Source: an optimization exercise on an open RTL-to-GDS flow (aim: small area, a short achievable clock period and few clock cycles per item). Production flows keep margins and buffers that such runs may drop.

==> v7: inputs <==
==> flow/design.v <==
module gorse_round #(
  parameter [31:0] RC = 32'h9E3779B9
) (
  input  wire [127:0] x_in,
  input  wire [31:0]  kw,
  output wire [127:0] x_out
);
  wire [31:0] x0 = x_in[31:0];
  wire [31:0] x1 = x_in[63:32];
  wire [31:0] x2 = x_in[95:64];
  wire [31:0] x3 = x_in[127:96];
  wire [31:0] cs_s = x0 ^ kw ^ RC;
  wire [31:0] cs_c = (x0 & kw) | (RC & (x0 | kw));
  wire [31:0] a0 = cs_s + {cs_c[30:0], 1'b0};
  wire [31:0] a1 = x1 ^ {a0[24:0], a0[31:25]};    
  wire [31:0] a2 = x2 + a1;
  wire [31:0] a3 = x3 ^ {a2[18:0], a2[31:19]};    
  wire [31:0] b0 = a0 + a3;
  wire [31:0] b1 = a1 ^ {b0[13:0], b0[31:14]};    
  assign x_out = {b0, a3, a2, b1};
endmodule
module gorse_engine (
  input  wire         clk,
  input  wire         rst,
  input  wire         cmd_valid,
  output wire         cmd_ready,
  input  wire [1:0]   cmd_op,       
  input  wire [1:0]   cmd_slot,
  input  wire [127:0] cmd_key,      
  input  wire [31:0]  cmd_base,     
  input  wire [19:0]  cmd_pos,      
  input  wire [31:0]  cmd_index,    
  output wire         rsp_valid,
  output wire [127:0] rsp_data
);
  localparam OP_LOAD   = 2'd0;
  localparam OP_DERIVE = 2'd1;
  localparam OP_SAMPLE = 2'd2;
  localparam OP_SR     = 2'd3;
  localparam integer RPS = 1;           
  localparam integer NS  = 10 / RPS;    
  localparam integer NL  = NS + 1;      
  reg [127:0] tbl_key  [0:3];
  reg [31:0]  tbl_base [0:3];
  reg [127:0] px   [1:NL];
  reg [127:0] pk   [1:NL];
  reg         pv   [1:NL];
  reg         pwb  [1:NL];
  reg [1:0]   pslot[1:NL];
  wire [127:0] xl = px[NL];
  wire [127:0] kl = pk[NL];
  wire [127:0] block_out = {xl[127:96] + kl[127:96],
                            xl[95:64]  + kl[95:64],
                            xl[63:32]  + kl[63:32],
                            xl[31:0]   + kl[31:0]};
  assign rsp_valid = pv[NL];
  assign rsp_data  = block_out;
  reg [3:0] busy;
  integer j;
  always @(*) begin
    busy = 4'd0;
    for (j = 1; j < NL; j = j + 1)
      if (pv[j] && pwb[j]) busy[pslot[j]] = 1'b1;
  end
  wire is_reader = cmd_op[1];
  assign cmd_ready = ~(is_reader & busy[cmd_slot]);
  wire accept = cmd_valid & cmd_ready;
  wire fwd = pv[NL] & pwb[NL] & (pslot[NL] == cmd_slot);
  wire [127:0] rd_key  = fwd ? block_out : tbl_key[cmd_slot];
  wire [31:0]  rd_base = tbl_base[cmd_slot];
  reg [127:0] x_init, k_init;
  always @(*) begin
    if (cmd_op == OP_DERIVE) begin
      k_init = {32'h65446F6D, 32'h476F7273, cmd_key[63:0]};
      x_init = {64'd0, cmd_key[127:64]};
    end else begin
      k_init = rd_key;
      x_init = {rd_base, 32'd0, (cmd_op[0] ? cmd_index : 32'd0),
                4'h0, 6'd0, cmd_op[0], 1'b1, cmd_pos};
    end
  end
  wire kill = accept & (cmd_op == OP_LOAD);
  always @(posedge clk) begin
    if (pv[NL] && pwb[NL] && !(kill && cmd_slot == pslot[NL]))
      tbl_key[pslot[NL]] <= block_out;
    if (accept && cmd_op == OP_LOAD)
      tbl_key[cmd_slot] <= cmd_key;
    if (accept && !cmd_op[1])
      tbl_base[cmd_slot] <= cmd_base;
  end
  always @(posedge clk) begin
    px[1]    <= x_init;
    pk[1]    <= k_init;
    pslot[1] <= cmd_slot;
    pwb[1]   <= (cmd_op == OP_DERIVE);
    pv[1]    <= rst ? 1'b0 : (accept & (cmd_op != OP_LOAD));
  end
  genvar s, r;
  generate
    for (s = 1; s <= NS; s = s + 1) begin : g_stage
      wire [127:0] xs [0:RPS];
      assign xs[0] = px[s];
      for (r = 0; r < RPS; r = r + 1) begin : g_round
        localparam integer RN = (s - 1) * RPS + r;
        wire [127:0] kk = pk[s];
        gorse_round #(.RC(32'h9E3779B9 * (RN + 1))) u_round (
          .x_in  (xs[r]),
          .kw    (kk[32*(RN%4) +: 32]),
          .x_out (xs[r+1])
        );
      end
      always @(posedge clk) begin
        px[s+1]    <= xs[RPS];
        pk[s+1]    <= pk[s];
        pslot[s+1] <= pslot[s];
        pwb[s+1]   <= pwb[s] & ~(kill & (cmd_slot == pslot[s]));
        pv[s+1]    <= rst ? 1'b0 : pv[s];
      end
    end
  endgenerate
endmodule
==> flow/run.sh <==
#!/bin/bash
# synth_recipe.tcl (not shown) runs the flow's synth.tcl, then flattens the netlist and writes it again
# the make line also repeats each setting of config.mk as NAME=value (left out here)
make -C /OpenROAD-flow-scripts/flow DESIGN_CONFIG=/design/flow/config.mk WORK_HOME=/design/flow/orfs CLKGATE_MAP_FILE= SYNTH_SCRIPT=/design/flow/synth_recipe.tcl finish
==> flow/config.mk <==
export PLATFORM = sky130hd
export DESIGN_NAME = gorse_engine
export DESIGN_NICKNAME = gorse_engine
export VERILOG_FILES = /design/flow/design.v
export SDC_FILE = /design/flow/constraint.sdc
export NUM_CORES = 4
export LEC_CHECK = 0
export CAP_MARGIN = 20
export CORE_MARGIN = 2
export CORE_UTILIZATION = 40
export PLACE_DENSITY = 0.6
export SLEW_MARGIN = 20
==> flow/constraint.sdc <==
create_clock -name core_clock -period 12.0 [get_ports {clk}]
set_input_delay 2.4000 -clock core_clock [delete_from_list [all_inputs] [get_ports {clk}]]
set_output_delay 2.4000 -clock core_clock [all_outputs]
set_load 0.01 [all_outputs]
==> v19: changes against v7 <==
==> flow/design.v, changed modules only <==
module gorse_round (
  input  wire [127:0] x_in,
  input  wire [31:0]  rk,
  output wire [127:0] x_out
);
  wire [31:0] x0 = x_in[31:0];
  wire [31:0] x1 = x_in[63:32];
  wire [31:0] x2 = x_in[95:64];
  wire [31:0] x3 = x_in[127:96];
  wire [31:0] a0 = x0 + rk;
  wire [31:0] a1 = x1 ^ {a0[24:0], a0[31:25]};    
  wire [31:0] a2 = x2 + a1;
  wire [31:0] a3 = x3 ^ {a2[18:0], a2[31:19]};    
  wire [31:0] b0 = a0 + a3;
  wire [31:0] b1 = a1 ^ {b0[13:0], b0[31:14]};    
  assign x_out = {b0, a3, a2, b1};
endmodule
module gorse_engine (
  input  wire         clk,
  input  wire         rst,
  input  wire         cmd_valid,
  output wire         cmd_ready,
  input  wire [1:0]   cmd_op,       
  input  wire [1:0]   cmd_slot,
  input  wire [127:0] cmd_key,      
  input  wire [31:0]  cmd_base,     
  input  wire [19:0]  cmd_pos,      
  input  wire [31:0]  cmd_index,    
  output wire         rsp_valid,
  output wire [127:0] rsp_data
);
  localparam OP_LOAD   = 2'd0;
  localparam OP_DERIVE = 2'd1;
  localparam integer NR    = 5;           
  localparam integer NPASS = 10 / NR;     
  localparam [31:0] GOLD = 32'h9E3779B9;
  localparam [31:0] D4   = GOLD * 4;
  localparam [31:0] C1   = GOLD;
  localparam [31:0] C2   = GOLD * 2;
  localparam [31:0] C3   = GOLD * 3;
  localparam [31:0] C4   = GOLD * 4;
  localparam [31:0] E0   = -(GOLD * 13);
  localparam [31:0] E1   = -(GOLD * 14);
  localparam [31:0] E2   = -(GOLD * 11);
  localparam [31:0] E3   = -(GOLD * 12);
  reg [127:0] tbl_key  [0:3];
  reg [31:0]  tbl_base [0:3];
  reg [127:0] px   [1:NR];
  reg [127:0] pk   [1:NR];
  reg         pv   [1:NR];
  reg         pwb  [1:NR];
  reg [1:0]   pslot[1:NR];
  reg [1:0]   ppass[1:NR];
  reg [127:0] ox, ok;
  reg         ov, owb;
  reg [1:0]   oslot;
  wire [31:0] bo0 = ox[31:0]   + ok[95:64]  + E0;
  wire [31:0] bo1 = ox[63:32]  + ok[127:96] + E1;
  wire [31:0] bo2 = ox[95:64]  + ok[31:0]   + E2;
  wire [31:0] bo3 = ox[127:96] + ok[63:32]  + E3;
  wire [127:0] block_out = {bo3, bo2, bo1, bo0};
  assign rsp_valid = ov;
  assign rsp_data  = block_out;
  reg [3:0] busy;
  integer j;
  always @(*) begin
    busy = 4'd0;
    for (j = 1; j <= NR; j = j + 1)
      if (pv[j] && pwb[j]) busy[pslot[j]] = 1'b1;
  end
  wire recirc   = pv[NR] & (ppass[NR] != NPASS - 1);
  wire is_load  = (cmd_op == OP_LOAD);
  assign cmd_ready = is_load | (~recirc & ~(cmd_op[1] & busy[cmd_slot]));
  wire accept   = cmd_valid & cmd_ready;
  wire enter    = accept & ~is_load;
  wire kill     = accept & is_load;
  wire fwd = ov & owb & (oslot == cmd_slot);
  wire [127:0] rd_key  = fwd ? block_out : tbl_key[cmd_slot];
  wire [31:0]  rd_base = tbl_base[cmd_slot];
  reg [127:0] x_init, k_raw;
  always @(*) begin
    if (cmd_op == OP_DERIVE) begin
      k_raw  = {32'h65446F6D, 32'h476F7273, cmd_key[63:0]};
      x_init = {64'd0, cmd_key[127:64]};
    end else begin
      k_raw  = rd_key;
      x_init = {rd_base, 32'd0, (cmd_op[0] ? cmd_index : 32'd0),
                4'h0, 6'd0, cmd_op[0], 1'b1, cmd_pos};
    end
  end
  wire [31:0] ki0 = k_raw[31:0]   + C1;
  wire [31:0] ki1 = k_raw[63:32]  + C2;
  wire [31:0] ki2 = k_raw[95:64]  + C3;
  wire [31:0] ki3 = k_raw[127:96] + C4;
  wire [127:0] k_init = {ki3, ki2, ki1, ki0};
  always @(posedge clk) begin
    if (ov && owb && !(kill && cmd_slot == oslot))
      tbl_key[oslot] <= block_out;
    if (kill)
      tbl_key[cmd_slot] <= cmd_key;
    if (accept && !cmd_op[1])
      tbl_base[cmd_slot] <= cmd_base;
  end
  wire [127:0] xn [1:NR];
  wire [127:0] kn [1:NR];
  genvar s;
  generate
    for (s = 1; s <= NR; s = s + 1) begin : g_stage
      wire [127:0] kk = pk[s];
      wire [31:0]  rk_next = kk[31:0] + D4;
      gorse_round u_round (
        .x_in  (px[s]),
        .rk    (kk[31:0]),
        .x_out (xn[s])
      );
      assign kn[s] = {rk_next, kk[127:32]};
      if (s < NR) begin : g_fwd
        always @(posedge clk) begin
          px[s+1]    <= xn[s];
          pk[s+1]    <= kn[s];
          pslot[s+1] <= pslot[s];
          ppass[s+1] <= ppass[s];
          pwb[s+1]   <= pwb[s] & ~(kill & (cmd_slot == pslot[s]));
          pv[s+1]    <= rst ? 1'b0 : pv[s];
        end
      end
    end
  endgenerate
  always @(posedge clk) begin
    if (recirc) begin
      px[1]    <= xn[NR];
      pk[1]    <= kn[NR];
      pslot[1] <= pslot[NR];
      ppass[1] <= ppass[NR] + 2'd1;
      pwb[1]   <= pwb[NR] & ~(kill & (cmd_slot == pslot[NR]));
    end else begin
      px[1]    <= x_init;
      pk[1]    <= k_init;
      pslot[1] <= cmd_slot;
      ppass[1] <= 2'd0;
      pwb[1]   <= (cmd_op == OP_DERIVE);
    end
    pv[1] <= rst ? 1'b0 : (recirc | enter);
  end
  always @(posedge clk) begin
    ox    <= xn[NR];
    ok    <= kn[NR];
    oslot <= pslot[NR];
    owb   <= pwb[NR] & ~(kill & (cmd_slot == pslot[NR]));
    ov    <= rst ? 1'b0 : (pv[NR] & (ppass[NR] == NPASS - 1));
  end
endmodule
==> notes <==
In v19 the die area is lower than in v7, by about 30%. Between v19 and v7, the lower register-to-register slack is in v19 (gap 0.88 ns). In v7 the final cell count is larger than in v19, by 37%. Of v19 and v7, v7 has the higher final area (gap about 30%, measured against v7).
Function was not checked in any run of this note: the RTL went through the layout flow alone.

[static timing again, ports no longer ideal]
No port has a modelled driver above. Below, the same layouts with a new extraction and two added sets of constraints. Step 1 (the two cells are an assumption about what drives the block):
set clk [get_ports {clk}]
set_driving_cell -lib_cell sky130_fd_sc_hd__clkbuf_16 $clk
set_driving_cell -lib_cell sky130_fd_sc_hd__buf_2 [delete_from_list [all_inputs] $clk]
Step 2 moves the port delays by t, midway between the first and last clock arrival at a register: inputs arrive t later, outputs are due t later. That takes back most of the time a late clock gives input paths. Slacks: no drivers / after step 1 / after step 2; pairs: no drivers / after step 1.
| run | shift t [ns] | slack for setup (ns) | worst setup path at the end | latest minus earliest clock arrival (ns) |
|---|---|---|---|---|
| v7 | 1.078 | 1.233 / 1.233 / 1.233 | register to register | 0.107 / 0.106 |
| v19 | 1.028 | 0.350 / 0.350 / 0.350 | register to register | 0.112 / 0.113 |
After both steps setup and hold are still met in every run listed.
